Background: an optimization exercise with open tools, aiming at small area. Do not read the settings as production practice. Only simulation tests tie the RTL to the original design; equivalence was not proved. No activity file was given, so power comes from the tool's default toggle rates.

### config.mk
export PLATFORM = sky130hd
export DESIGN_NAME = cbs_window_quad
export DESIGN_NICKNAME = cbs_window_quad
export VERILOG_FILES = /design/flow/design.v
export SDC_FILE = /design/flow/constraint.sdc
export NUM_CORES = 8
export LEC_CHECK = 0
export CAP_MARGIN = 20
export CORE_MARGIN = 2
export CORE_UTILIZATION = 70
export CTS_BUF_LIST = sky130_fd_sc_hd__clkbuf_8 sky130_fd_sc_hd__clkbuf_16
export CTS_CLUSTER_DIAMETER = 70
export CTS_CLUSTER_SIZE = 32
export PLACE_DENSITY = 0.82
export SLEW_MARGIN = 20
### constraint.sdc
create_clock -name core_clock -period 15.0 [get_ports {clk}]
set_input_delay 3.0000 -clock core_clock [delete_from_list [all_inputs] [get_ports {clk}]]
set_output_delay 3.0000 -clock core_clock [all_outputs]
set_load 0.01 [all_outputs]
### flow/run.sh
#!/bin/bash
# Custom flow: the standard flow with two changes that do not touch the
# design, its registers or its constraints:
#  - synthesis maps the logic with the ABC script in abc_map.script
#    (an area-recovering &nf mapping) instead of ORFS's abc_speed.script;
#  - port buffers use the smallest buffer cell.
# Everything else (scripts, settings, power grid, taps) is ORFS's own.
set -euo pipefail
HERE=$(pwd)
rm -rf "$HERE/scripts_mod"
cp -r "$FLOW_HOME/scripts" "$HERE/scripts_mod"
cp "$HERE/flow/abc_map.script" "$HERE/scripts_mod/abc_speed.script"
bash standard.sh SCRIPTS_DIR="$HERE/scripts_mod" \
    BUFFER_PORTS_ARGS="-buffer_cell sky130_fd_sc_hd__buf_1" finish > standard.log 2>&1
### design.v
module cbs_rca #(parameter W = 8) (
    input  wire [W-1:0] a,
    input  wire [W-1:0] b,
    input  wire         ci,
    output wire [W-1:0] s,
    output wire         co
);
    wire [W:0] c;
    assign c[0] = ci;
    genvar i;
    generate for (i = 0; i < W; i = i + 1) begin : g
        assign s[i]   = a[i] ^ b[i] ^ c[i];
        assign c[i+1] = (a[i] & b[i]) | (a[i] & c[i]) | (b[i] & c[i]);
    end endgenerate
    assign co = c[W];
endmodule
module cbs_csel3 #(parameter W = 16, parameter L1 = 6, parameter L2 = 11) (
    input  wire [W-1:0] a,
    input  wire [W-1:0] b,
    input  wire         ci,
    output wire [W-1:0] s,
    output wire         co
);
    wire cl, m0, m1, h0c, h1c, cm;
    wire [L2-L1-1:0] ms0, ms1;
    wire [W-L2-1:0]  hs0, hs1;
    cbs_rca #(L1)    lo  (.a(a[L1-1:0]),  .b(b[L1-1:0]),  .ci(ci),   .s(s[L1-1:0]), .co(cl));
    cbs_rca #(L2-L1) mi0 (.a(a[L2-1:L1]), .b(b[L2-1:L1]), .ci(1'b0), .s(ms0), .co(m0));
    cbs_rca #(L2-L1) mi1 (.a(a[L2-1:L1]), .b(b[L2-1:L1]), .ci(1'b1), .s(ms1), .co(m1));
    cbs_rca #(W-L2)  hi0 (.a(a[W-1:L2]),  .b(b[W-1:L2]),  .ci(1'b0), .s(hs0), .co(h0c));
    cbs_rca #(W-L2)  hi1 (.a(a[W-1:L2]),  .b(b[W-1:L2]),  .ci(1'b1), .s(hs1), .co(h1c));
    assign s[L2-1:L1] = cl ? ms1 : ms0;
    assign cm = cl ? m1 : m0;
    assign s[W-1:L2] = cm ? hs1 : hs0;
    assign co = cm ? h1c : h0c;
endmodule
module cbs_window_quad (
    input  wire        clk,
    input  wire        rst,
    input  wire        trig,
    input  wire [15:0] cfg_len,
    input  wire        cfg_sinc3,
    input  wire [3:0]  bits,
    input  wire [63:0] cal_ofs,
    input  wire [79:0] cal_gain,
    input  wire [3:0]  cal_valid,
    input  wire [3:0]  offset_bin,
    output wire        ready,
    output reg         done,
    output wire [63:0] code,
    output wire [3:0]  clamp,
    output wire [3:0]  cal_inv,
    output wire [15:0] len_out
);
    reg        open;
    reg        sinc3;
    reg [15:0] lreg;       
    reg [15:0] cnt;        
    reg [1:0]  phase;
    reg [28:0] wgt;        
    reg [15:0] bv;         
    reg [15:0] len_cap;
    wire start = trig && !open && !rst;
    assign ready = !open;
    wire        csmall = (cnt[15:4] == 12'd0);
    wire        hit    = csmall && (sinc3 ? ((phase == 2'd0) ? (cnt[3:0] >= 4'd6 && cnt[3:0] <= 4'd8)
                                                             : (cnt[3:0] >= 4'd3 && cnt[3:0] <= 4'd5))
                                          : (cnt[3:0] == 4'd2));
    wire        last   = open && hit && (!sinc3 || phase == 2'd2);
    wire [15:0] cdec   = cnt + (sinc3 ? 16'hfffd : 16'hffff);
    wire [15:0] wlo;
    wire        wco;
    cbs_rca #(16) wadd (.a(wgt[15:0]), .b(bv), .ci(1'b0), .s(wlo), .co(wco));
    wire [12:0] whi = wgt[28:16] + {13{bv[15]}} + {12'd0, wco};
    wire [1:0]  r3  = cnt[1:0] + 2'd1;     
    wire [15:0] span = lreg - {14'd0, sinc3 ? r3 : 2'd0};
    always @(posedge clk) begin
        if (rst)
            open <= 1'b0;
        else if (start)
            open <= 1'b1;
        else if (last)
            open <= 1'b0;
        if (start) begin
            sinc3 <= cfg_sinc3;
            lreg  <= cfg_len;
            cnt   <= cfg_len;
            phase <= 2'd0;
            wgt   <= cfg_sinc3 ? 29'd0 : 29'd1;
            bv    <= cfg_sinc3 ? 16'd1 : 16'd0;
        end else begin
            if (hit && sinc3 && phase != 2'd2) begin
                cnt   <= lreg;
                phase <= phase + 2'd1;
            end else begin
                cnt <= cdec;
            end
            wgt <= {whi, wlo};
            bv <= bv + (!sinc3 ? 16'd0 : (phase == 2'd1) ? 16'hfffe : 16'd1);
        end
        if (last)
            len_cap <= span;
    end
    reg [3:0] bits_r;
    reg       first_r, last_r, last_rr;
    always @(posedge clk) begin
        bits_r  <= bits;
        first_r <= start;
        if (rst) begin
            last_r  <= 1'b0;
            last_rr <= 1'b0;
        end else begin
            last_r  <= last;
            last_rr <= last_r;
        end
    end
    reg  [43:0] acc [0:4];
    reg  [4:0]  cp;
    reg  [17:0] pfx [0:4];
    reg  [4:0]  fz;            
    wire [4:0]  rel;           
    wire [4:1]  cwr;           
    reg         rel0, rel4;
    wire [4:0]  bsel5 = {1'b1, bits_r};
    reg         tick_r;
    always @(posedge clk)
        tick_r <= (start || open) && !rst;
    wire [15:0] ncode;
    wire        nclamp;
    genvar ch;
    generate for (ch = 0; ch < 5; ch = ch + 1) begin : g_acc
        wire        hold = fz[ch] && !rel[ch];
        wire        on   = tick_r && bsel5[ch];
        wire        zb   = !hold && (first_r || rel[ch]);
        wire [43:0] abase = zb ? 44'd0 : acc[ch];
        wire [43:0] base  = abase | ((rel[ch] && !first_r) ? {26'd0, pfx[ch]} : 44'd0);
        wire        cpb   = !zb && cp[ch];
        wire [28:0] add   = (on && !hold) ? wgt : 29'd0;
        wire [14:0] lo;
        wire        c15;
        cbs_rca #(15) al (.a(base[14:0]), .b(add[14:0]), .ci(1'b0), .s(lo), .co(c15));
        wire [13:0] hl;
        wire        c29;
        cbs_rca #(14) ah (.a(base[28:15]), .b(add[28:15]), .ci(cpb), .s(hl), .co(c29));
        wire [14:0] hh = base[43:29] + {14'd0, c29};
        always @(posedge clk) begin
            acc[ch] <= {hh, hl, lo};
            cp[ch]  <= c15;
        end
        if (ch == 0) begin : g_p0
            always @(posedge clk)
                pfx[ch] <= {17'd0, hold && on && wgt[0]};
        end else begin : g_pc
            localparam integer PA = (ch == 1) ? 8 : (ch == 2) ? 10 : (ch == 3) ? 12 : 13;
            localparam integer PS = (ch == 1) ? 11 : (ch == 2) ? 14 : (ch == 3) ? 16 : 18;
            wire [17:0] pbase = (hold && first_r) ? 18'd0 : pfx[ch];
            wire [PA-1:0] padd = (on && hold) ? wgt[PA-1:0] : {PA{1'b0}};
            wire [PA-1:0] plo;
            wire          pco;
            cbs_rca #(PA) p (.a(pbase[PA-1:0]), .b(padd), .ci(1'b0), .s(plo), .co(pco));
            wire [PS-PA-1:0] pmid = pbase[PS-1:PA] + {{(PS-PA-1){1'b0}}, pco};
            wire [17:0] psum;
            assign psum[PS-1:0] = {pmid, plo};
            if (PS < 18) begin : g_top
                assign psum[17:PS] = pbase[17:PS];
            end
            always @(posedge clk)
                pfx[ch] <= cwr[ch] ? {~cal_valid[ch-1], nclamp, ncode} : psum;
        end
    end endgenerate
    reg        pp_on;
    reg [4:0]  s;
    reg [2:0]  gch;
    wire       pre = (gch == 3'd7);
    wire [43:0] dcap = acc[4];
    wire gu_load  = pp_on && !pre && (s == 5'd0);
    wire gu_step  = pp_on && !pre && (s != 5'd0) && (s != 5'd21);
    wire gu_final = pp_on && !pre && (s == 5'd21);
    reg  du_load;
    always @(posedge clk)
        du_load <= last_rr || (pp_on && !pre && s == 5'd3);
    wire fin      = gu_load && gch == 3'd4;
    always @(posedge clk) begin
        if (rel0) begin
            s   <= 5'd5;
            gch <= 3'd7;
        end else begin
            s <= (s == 5'd21) ? 5'd0 : s + 5'd1;
            if (s == 5'd21)
                gch <= gch + 3'd1;
        end
        if (rst) begin
            pp_on <= 1'b0;
            done  <= 1'b0;
        end else begin
            done <= fin;
            if (rel0)
                pp_on <= 1'b1;
            else if (fin)
                pp_on <= 1'b0;
        end
    end
    reg [43:0] du_r;
    reg [16:0] du_q;
    reg  [1:0] du_ch;
    always @(posedge clk)
        du_ch <= last_rr ? 2'd0 : gch[1:0] + 2'd1;
    reg [43:0] asel;
    always @(*)
        case (du_ch)
            2'd0: asel = acc[0];
            2'd1: asel = acc[1];
            2'd2: asel = acc[2];
            default: asel = acc[3];
        endcase
    wire [44:0] du_t = {du_r, du_q[16]};
    wire [44:0] du_x = du_load ? {2'b0, asel[43:1]} : du_t;
    wire [44:0] du_y = du_load ? {4'b0, asel[43:3]} : ~{1'b0, dcap};
    wire        du_ci = du_load ? (asel[2] & asel[0]) : 1'b1;
    wire [44:0] du_c;
    wire        du_co;
    cbs_csel3 #(45, 17, 31) dsub (.a(du_x), .b(du_y), .ci(du_ci), .s(du_c), .co(du_co));
    always @(posedge clk) begin
        if (du_load) begin
            du_r <= du_c[43:0];
            du_q <= {asel[2] ^ asel[0], asel[1], asel[0], 14'd0};
        end else begin
            du_r <= du_co ? du_c[43:0] : du_t[43:0];
            du_q <= {du_q[15:0], du_co};
        end
    end
    wire [1:0]  gc = gch[1:0];
    reg  [19:0] gsel;
    reg  [15:0] osel;
    reg         obsel;
    always @(*) begin
        gsel  = cal_valid[gc] ? cal_gain[20*gc +: 20] : 20'h80000;
        osel  = cal_valid[gc] ? cal_ofs[16*gc +: 16] : 16'd0;
        obsel = offset_bin[gc - 2'd1];
    end
    wire [17:0] e1n;
    cbs_rca #(18) eadd (.a({1'b0, du_q}), .b(~({{2{osel[15]}}, osel} + 18'd40960)),
                        .ci(1'b1), .s(e1n), .co());
    reg  [43:0] r0;
    reg  [17:0] e1;
    reg  [44:0] gr;        
    reg         gn, gz, gcur, gprev;
    reg  [1:0]  dreg;
    reg  [37:0] K;
    wire [4:0]  gbi   = 5'd19 - s;
    wire        gnext = (s <= 5'd19) ? gsel[gbi] : 1'b0;
    wire [45:0] x2  = {gr, 1'b0};
    wire [45:0] ym  = gcur ? {2'b0, r0} : 46'd0;
    wire [45:0] z1  = gn ? {2'b0, dcap} : ~{2'b0, dcap};        
    wire [45:0] z2  = gn ? 46'd0 : ~{1'b0, dcap, 1'b0};          
    wire [45:0] s1  = x2 ^ ym ^ z1;
    wire [45:0] k1  = (x2 & ym) | (x2 & z1) | (ym & z1);
    wire [45:0] s2  = x2 ^ ym ^ z2;
    wire [45:0] k2  = (x2 & ym) | (x2 & z2) | (ym & z2);
    wire [45:0] c1, c2;
    cbs_csel3 #(46, 17, 32) cp1 (.a(s1), .b({k1[44:0], !gn}), .ci(1'b0), .s(c1), .co());
    cbs_csel3 #(46, 17, 32) cp2 (.a(s2), .b({k2[44:0], !gn}), .ci(1'b0), .s(c2), .co());
    wire        r0z = (r0 == 44'd0);
    wire        znx = (c1 == 46'd0) || (c2 == 46'd0) || (gz && (!gcur || r0z));
    wire [17:0] klo;
    wire        kco;
    cbs_rca #(18) kadd (.a({K[16:0], dreg[0] | dreg[1]}), .b(gprev ? e1 : 18'd0),
                        .ci(dreg[1]), .s(klo), .co(kco));
    wire [19:0] khi = K[36:17] + {20{gprev & e1[17]}} + {19'd0, kco};
    always @(posedge clk) begin
        if (gu_load) begin
            r0 <= du_r;
            e1 <= e1n;
        end
        if (gu_load) begin
            K     <= 38'd0;
            gr    <= 45'd0;
            gn    <= 1'b0;
            gz    <= 1'b1;
            dreg  <= 2'd0;
            gprev <= 1'b0;
        end else begin
            K     <= {khi, klo};
            gprev <= gcur;
            if (!c2[45]) begin
                gr <= c2[44:0]; gn <= 1'b0; dreg <= 2'd2;
            end else if (!c1[45]) begin
                gr <= c1[44:0]; gn <= 1'b0; dreg <= 2'd1;
            end else begin
                gr <= c1[44:0]; gn <= 1'b1; dreg <= 2'd0;
            end
            if (gu_step)
                gz <= znx;
        end
        gcur <= gnext;
    end
    wire [18:0] kh   = K[37:19];
    wire        low0 = (K[17:0] == 18'd0);
    wire        inc  = K[37] ? (K[18] && (!gz || !low0)) : K[18];
    wire [18:0] nv   = kh + {18'd0, inc};
    wire        sat  = (nv[18:15] != 4'b0000) && (nv[18:15] != 4'b1111);
    wire [15:0] nc   = sat ? (nv[18] ? 16'h8000 : 16'h7fff) : nv[15:0];
    assign ncode  = nc ^ {obsel, 15'd0};
    assign nclamp = sat;
    always @(posedge clk) begin
        if (rst) begin
            fz <= 5'd0;
        end else if (last_r) begin
            fz <= 5'b11111;
        end else begin
            fz <= fz & ~rel;
        end
        rel0 <= last_rr && !rst;
        rel4 <= pp_on && !pre && s == 5'd20 && gch == 3'd3;
    end
    assign rel = {rel4, du_load && du_ch == 2'd3, du_load && du_ch == 2'd2,
                  du_load && du_ch == 2'd1, rel0};
    assign cwr = {gu_load && gch == 3'd4, gu_load && gch == 3'd3,
                  gu_load && gch == 3'd2, gu_load && gch == 3'd1};
    assign code    = {pfx[4][15:0], pfx[3][15:0], pfx[2][15:0], pfx[1][15:0]};
    assign clamp   = {pfx[4][16], pfx[3][16], pfx[2][16], pfx[1][16]};
    assign cal_inv = {pfx[4][17], pfx[3][17], pfx[2][17], pfx[1][17]};
    assign len_out = len_cap;
endmodule
### flow/abc_map.script
strash
&get -n
&fraig -x
&put
scorr
dc2
dretime
strash
&get -n
&dch -f
&nf {D}
&put
buffer -c
topo
stime -c
upsize -c
dnsize -c
### standard.sh
#!/bin/bash
# synth_recipe.tcl (not shown) runs the flow's synth.tcl, then flattens the netlist and writes it again
# the make line also repeats each setting of config.mk as NAME=value (left out here)
make -C /OpenROAD-flow-scripts/flow DESIGN_CONFIG=/design/flow/config.mk WORK_HOME=/design/flow/orfs CLKGATE_MAP_FILE= SYNTH_SCRIPT=/design/flow/synth_recipe.tcl "${@:-finish}"
==> out/results.ini, run 1 <==
[pwr]
switchingPower_w = 0.003949
power_density_mw_per_mm2 = 205.4
vdd_drop_max_mv = 0.2392
internal-power_w = 0.004912
p_clk_share_pct = 13.5
leakagePower_nw = 18.89
seq_power_share_pct = 27.6
total_power_w = 0.008860
power_frac_comb_pct = 58.9
swShare_pct = 44.57

[critical_path]
worst_path_max_delay_cell = a2111o_2
path_buf_inv = 1
slowest_delay_ns = 0.83
start_kind = flip-flop
critPathArrivalTime_ns = 14.42
worstPathRequired_ns = 15.48
crit_fanout = 51
path_delay_family = adder cells
end_kind = flip-flop
cpMostUsedCell = fa_1
critPathKind = flip-flop to flip-flop
path_depth = 44
r2r_cells = 44

[routing]
routed_via_density = 5.931
vias = 30100
wl_mm = 100.8
drt_pre_antenna_iters = 7
drcViolationCount = 0
drtAntennaViolNets = 0
drt_iter0_markers = 2902
wire_per_inst_um = 19.85

[finish]
drive_above_1_share_pct = 4.839
multi_input_area_sq_mm = 0.02422
layout_common_cells = dfxtp_1, inv_1, nand2_1
seqCellArea_sq_mm = 0.01380
fin_nets = 5074
fill_cells = 3982
area_growth_pct = 7.381
layout_commonest_cell = dfxtp_1
diodes = 0

[floorplan]
die-area_sq_mm = 0.05933
num_rows = 87
coreArea_sq_mm = 0.05660
die_h_um = 243.6
dieWidth_um = 243.6
initial_core_util_pct = 70.98
top_level_ports = 266

[sta]
fin_crit_sh_pct = 92.93
setup_viol_count_final = 0
rsz0062_at_grt = no
tightest_slew_ns = 1.040
slew-limit-headroom_pct = 30.65
slew_violations = 0
hold-worst-slack_ns = 0.4494
period_needed_ns = 13.94
timing.fmax_ghz = 0.07174
hold_viol = 0
setup_ws_ns = 1.060
fin_tns_setup_ns = 0
clock-skew-final_ns = 0.06409

[logic_synthesis]
synth.distinct_cells = 77
yosys_warnings = 3
synth_compound_area_share_pct = 11.36
ys_async_sr_fraction_pct = 0
syn-num-nets = 4898
ys_seq_area_share_pct = 34.33
synth-edff-count = 108
synth_top_family_by_area = adder cells
synth.avg_cell_area_sq_um = 9.761
ys_ff_latch = 635
netlist_instances = 4116
muxShareOfSynthArea_pct = 3.158
synth_flop_cell = dfxtp_1
synth_xor_xnor_area_share_pct = 3.964
syn_area_sq_mm = 0.04018
synthAdderAreaFrac_pct = 25.77
yosys.area_share.simple_pct = 15.84

[clocking]
cts_tree = built
h-tree-depth = 2
postCtsSetupBuffers = 0
root_buffer = clkbuf_16
ctsHoldBuffers = 0
clkLatencyLatePin_ns = 0.63
numClockSinks = 635
cts-buffers-inserted = 36
cts_buffer_depth = 3
cts_resized = 0
cts.clk_slew.worst_paths_ns = 0.10

[global_routing]
grt.overflow.total = 0
grt_first_pass_wirelength_mm = 161.8
antenna_found_initial = 0
grt_max_degree = 58
grt.total_usage_pct = 34.60
grt_pass1_vias = 30220
use_met3_pct = 5.915
use_met1_pct = 49.21
use_met2_pct = 54.52
busiest_layer = met2

[run_status]
status = no timing/DRC/antenna violations

[placement]
io_buffers = 265
dpl_worst_slack_ns = 1.202
dp_hpwl_mm = 79.02
place_congestion = 0.9646

[min_path]
hp-class = flip-flop to flip-flop
hold_depth = 0

[run]
cap_viol_max_count = 0

[cells by family after synthesis]
logic type,after synthesis
and+or+nand+nor,1304
AOI/OAI and AO/OA,720
DFF,635
adders and majority gates,606
buffers and inverters,589
xor gates and xnor gates,181
muxes,81
[cells in the mapped netlist (17+ instances only)]
library cell  count  area, sq um
dfxtp_1         527        10550
inv_1           422         1584
nand2_1         398         1494
fa_1            369         7387
and2_1          289         1808
nor2_1          289         1085
ha_1            237         2965
o21ai_0         194        970.9
a21oi_1         187        935.9
clkbuf_1        123        461.7
edfxtp_1        108         3243
xor2_1          100        875.8
a22oi_1          83        623.1
xnor2_1          80        700.7
nand3_1          68        340.3
mux2i_1          39        390.4
and3_1           37        231.5
mux4_2           36        810.8
nor2b_1          36        225.2
nor3_1           32        160.2
a21boi_0         31        232.7
nor4_1           31        193.9
o22ai_1          30        187.7
or2_2            30        187.7
nand2b_1         29        181.4
o21bai_1         27        202.7
a222oi_1         25        250.2
a22o_1           24        210.2
buf_1            24        90.09
nand4_1          22        137.6
o211ai_1         19        142.6
o21a_1           19        142.6
a21o_1           18        135.1
or3_1            17        106.4
[layer usage]
| layer | wire length (um) | vias to the layer above | share of wire, % |
|---|---|---|---|
| met3 | 8693 | 180 | 8.6 |
| met1 | 42820 | 14700 | 42 |
| met2 | 45750 | 1148 | 45 |
| met4 | 3500 | 0 | 3.5 |
| met5 | 0 | - | 0 |
| li1 | - | 14070 | - |
[flip-flops by register name, summed over array words and instances, names as in the netlist, 17 cells and up]
name,count
du_r,44
K,38
gr,45
acc,220
du_q,17
wgt,29
e1,18
r0,44
pfx,73
[per-stage QoR]
stage          area, sq um  utilization, %  instances
2_1_floorplan        40180               -       4116
3_3_place_gp         41820           73.89       5009
3_5_place_dp         41830           73.90       5010
4_1_cts              43140           76.21       5075
5_1_grt              43140           76.22       5075
6_report             43140           76.22       5075
[power by group through the flow]
stage               Combinational, W  Sequential, W  Clock [W]
floorplan                    0.00404        0.00234          0
global placement             0.00491        0.00246          0
detailed placement           0.00513        0.00247          0
CTS                          0.00517        0.00243    0.00120
global route                 0.00587        0.00248    0.00126
finish                       0.00522        0.00244    0.00120
[path summary, 6_finish.rpt]
path	start	endpoint	slack, ns
max	du_ch[0]	du_r[7]	1.06
min	du_r[42]	r0[42]	0.45
max reg2reg	du_ch[0]	du_r[7]	1.06
min reg2reg	du_r[42]	r0[42]	0.45
[layout make-up]
class                      instances  area share (%)
tap                              756           2.193
clock buffer                      37           2.120
timing repair buffer             303           2.967
inverter                         424           3.689
clock inverter                    28          0.9077
multi-input combinational       2892           56.14
sequential                       635           31.98
==> run 2, diff against run 1 <==
--- a/config.mk
+++ b/config.mk
@@ -13,3 +13,3 @@
 export CTS_CLUSTER_SIZE = 32
-export PLACE_DENSITY = 0.82
+export PLACE_DENSITY = 0.88
 export SLEW_MARGIN = 20
==> out/results.ini, run 2 <==
[run_status]
status = no timing/DRC/antenna violations  ; unchanged

[floorplan]
die-area_sq_mm = 0.05933  ; unchanged
coreArea_sq_mm = 0.05660  ; unchanged
dieWidth_um = 243.6  ; unchanged
num_rows = 87  ; unchanged
top_level_ports = 266  ; unchanged
die_h_um = 243.6  ; unchanged
initial_core_util_pct = 70.98  ; unchanged

[finish]
largest_register_ffs = 220  ; unchanged
diodes = 0  ; unchanged
fin_nets = 5071  ; was 5074
final_cells = 5073  ; was 5075
reg.largest.list = acc x220, pfx x73, gr x45  ; unchanged
layout_common_cells = dfxtp_1, inv_1, nand2_1  ; unchanged
area_growth_pct = 7.412  ; was 7.381%
top_register = acc  ; unchanged
fin_area_sq_mm = 0.04316  ; was 0.04314 sq mm
drive_above_1_share_pct = 4.795  ; was 4.839%
fill_cells = 3751  ; was 3982
final_core_utilization_pct = 76.24  ; was 76.22%
layout_commonest_cell = dfxtp_1  ; unchanged

[global_routing]
antenna_found_initial = 2  ; was 0
grt.total_usage_pct = 35.53  ; was 34.60%
grt_pass1_vias = 31020  ; was 30.22k
grt_first_pass_wirelength_mm = 165.9  ; was 161.8 mm
grt.overflow.total = 0  ; unchanged
grt_max_degree = 67  ; was 58

[sta]
hold_viol = 0  ; unchanged
hold-worst-slack_ns = 0.4393  ; was 0.4494 ns
clock-skew-final_ns = 0.04633  ; was 0.06409 ns
slew_violations = 0  ; unchanged
slew-limit-headroom_pct = 26.33  ; was 30.65%
setup_viol_count_final = 0  ; unchanged
fin_tns_setup_ns = 0  ; unchanged
period_needed_ns = 14.14  ; was 13.94 ns
rsz0062_at_grt = no  ; unchanged
timing.fmax_ghz = 0.07075  ; was 0.07174 GHz
tightest_slew_ns = 1.100  ; was 1.040 ns
fin_crit_sh_pct = 94.23  ; was 92.93%

[clocking]
ctsHoldBuffers = 0  ; unchanged
root_buffer = clkbuf_16  ; unchanged
cts_buffer_depth = 3  ; unchanged
clkLatencyLatePin_ns = 0.62  ; was 0.63 ns
h-tree-depth = 2  ; unchanged
postCtsSetupBuffers = 0  ; unchanged
cts_tree = built  ; unchanged
cts-buffers-inserted = 36  ; unchanged
numClockSinks = 635  ; unchanged
cts_resized = 0  ; unchanged
cts.clk_slew.worst_paths_ns = 0.10  ; about the same

[logic_synthesis]
synth.most_common_cell = dfxtp_1  ; unchanged
synth_common_cells = dfxtp_1, inv_1, nand2_1  ; unchanged
yosysTopAreaCellShare_pct = 26.26  ; unchanged
synth.avg_cell_area_sq_um = 9.761  ; unchanged
muxShareOfSynthArea_pct = 3.158  ; unchanged
yosys.area.top_type = dfxtp_1  ; unchanged
synthAdderAreaFrac_pct = 25.77  ; unchanged
synth.distinct_cells = 77  ; unchanged
syn_area_sq_mm = 0.04018  ; unchanged
synth_top_family_by_area = adder cells  ; unchanged
yosys.area_share.simple_pct = 15.84  ; unchanged
synth_area_leaders = dfxtp_1, fa_1, edfxtp_1, ha_1, and2_1  ; unchanged
synth_compound_area_share_pct = 11.36  ; unchanged
ys_async_sr_fraction_pct = 0  ; unchanged
ys_seq_area_share_pct = 34.33  ; unchanged
synth_xor_xnor_area_share_pct = 3.964  ; unchanged
synth_flop_cell = dfxtp_1  ; unchanged
syn-num-nets = 4898  ; unchanged
synth-edff-count = 108  ; unchanged
ys_ff_latch = 635  ; unchanged
yosys_warnings = 3  ; unchanged
netlist_instances = 4116  ; unchanged

[placement]
placedCellCount = 5007  ; was 5010
io_buffers = 265  ; unchanged
place_area_sq_mm = 0.04182  ; was 0.04183 sq mm
place_congestion = 0.9728  ; was 0.9646
dp_hpwl_mm = 80.04  ; was 79.02 mm

[routing]
wl_mm = 103.6  ; was 100.8 mm
wire_per_inst_um = 20.43  ; was 19.85 um
drtAntennaViolNets = 0  ; unchanged
drt_iter0_markers = 3079  ; was 2902
drt_pre_antenna_iters = 8  ; was 7
routed_via_density = 6.079  ; was 5.931
vias = 30840  ; was 30.10k
drcViolationCount = 0  ; unchanged

[pwr]
leakagePower_nw = 18.90  ; was 18.89 nW
vdd_drop_max_mv = 0.2604  ; was 0.2392 mV
power_density_mw_per_mm2 = 207.3  ; was 205.4 mW/mm^2

[critical_path]
start_kind = flip-flop  ; unchanged
crit_fanout = 51  ; unchanged
end_kind = flip-flop  ; unchanged
critPathArrivalTime_ns = 14.61  ; was 14.42 ns
worst_path_max_delay_cell = a2111o_2  ; unchanged
worstPathRequired_ns = 15.48  ; about the same
cpMostUsedCell = fa_1  ; unchanged
critPathKind = flip-flop to flip-flop  ; unchanged
slowest_delay_ns = 0.83  ; about the same

[min_path]
hp-class = flip-flop to flip-flop  ; unchanged

[run]
cap_viol_max_count = 0  ; unchanged

-- run 2: cell types whose count changed in the layout (fill, tap and decap cells not counted), sizes merged --
cell    change
inv         -3
buf         -3
clkbuf      +2
bufinv      +1
clkinv      +1
-- run 2: cell families (layout without fill, tap and decap cells) --
logic type	count (synthesis)	after routing
and+or+nand+nor	1304	1304
AOI/OAI and AO/OA	720	720
DFF	635	635
adders and majority gates	606	606
buffers and inverters	589	790
xor gates and xnor gates	181	181
muxes	81	81
-- run 2: report_power, final --
part	switching, W	total, W	internal (W)	leakage, nW
logic	0.00300	0.00529	0.00229	12.9
registers	0.000332	0.00245	0.00212	5.31
clock network	0.000659	0.00120	0.000544	0.655
-- run 2: worst max-delay path, delay by kind of cell, from the launching register on --
family,cells,cell delay [ns]
AO/OA/AOI/OAI,20,3.76
adder cells (fa/ha/maj),17,7.88
buffers and inverters,2,0.78
flip-flops,1,0.62
multiplexers,1,0.11
AND/OR/NAND/NOR,4,0.83
-- run 2: area by class of cell --
cell class / instances / area, sq um / area share [%]
Clock buffer: 39 / 964.7 / 2.235
Timing Repair Buffer: 300 / 1257 / 2.914
Sequential cell: 635 / 13800 / 31.97
Tap cell: 756 / 945.9 / 2.192
Multi-Input combinational cell: 2892 / 24230 / 56.15
Inverter: 424 / 1592 / 3.688
Clock inverter: 27 / 366.6 / 0.8495
-- run 2: final timing paths --
kind	start	end	slack [ns]	cells past startpoint
min	du_r[42]	r0[42]	0.44	0
min reg2reg	du_r[42]	r0[42]	0.44	0
max reg2reg	du_ch[1]	du_r[7]	0.86	44
max	du_ch[1]	du_r[7]	0.86	44
-- run 2: stage by stage --
| stage | setup slack, ns | total power [W] |
|---|---|---|
| 6_report | 0.8648 | 0.008944 |
| 5_1_grt | 0.1226 | 0.009658 |
| 4_1_cts | 0.9796 | 0.008861 |
| 3_5_place_dp | 1.010 | 0.007614 |
| 3_3_place_gp | 1.330 | 0.007341 |
| 2_1_floorplan | 1.358 | 0.006376 |
-- run 2: layer usage --
metal | vias to the layer above | track usage [%] | share of wire [%]
met2 | 1510 | 56.45 | 45
met5 | - | 0 | 0.014
met3 | 303 | 7.414 | 10
li1 | 14050 | - | -
met1 | 14970 | 48.04 | 40
met4 | 2 | 14.13 | 4.5

==> static timing again, ports no longer ideal <==
The flow's constraints put no driver on any port. The routed layouts listed below were extracted and timed again, unchanged, in two steps.
Step 1, drivers: a clkbuf_16 drives clk and a buf_2 each remaining input, both assumed.
Step 2 adds t to the input delays and takes it off the output delays; t is the mean of the earliest and latest rising clock arrival at the registers after step 1. Input paths then give back, and output paths get back, about the clock's delay inside the block.
a / b / c = ideal ports / drivers / drivers and shift; a / b = the first two.
run	t, ns	setup WS [ns]	clock arrival spread, ns	cell pins on the clock port's net
run 1	0.661	1.060 / 1.060 / 1.060	0.064 / 0.065	1
run 2	0.653	0.865 / 0.865 / 0.865	0.047 / 0.047	1
After both steps every run listed still meets setup and hold.
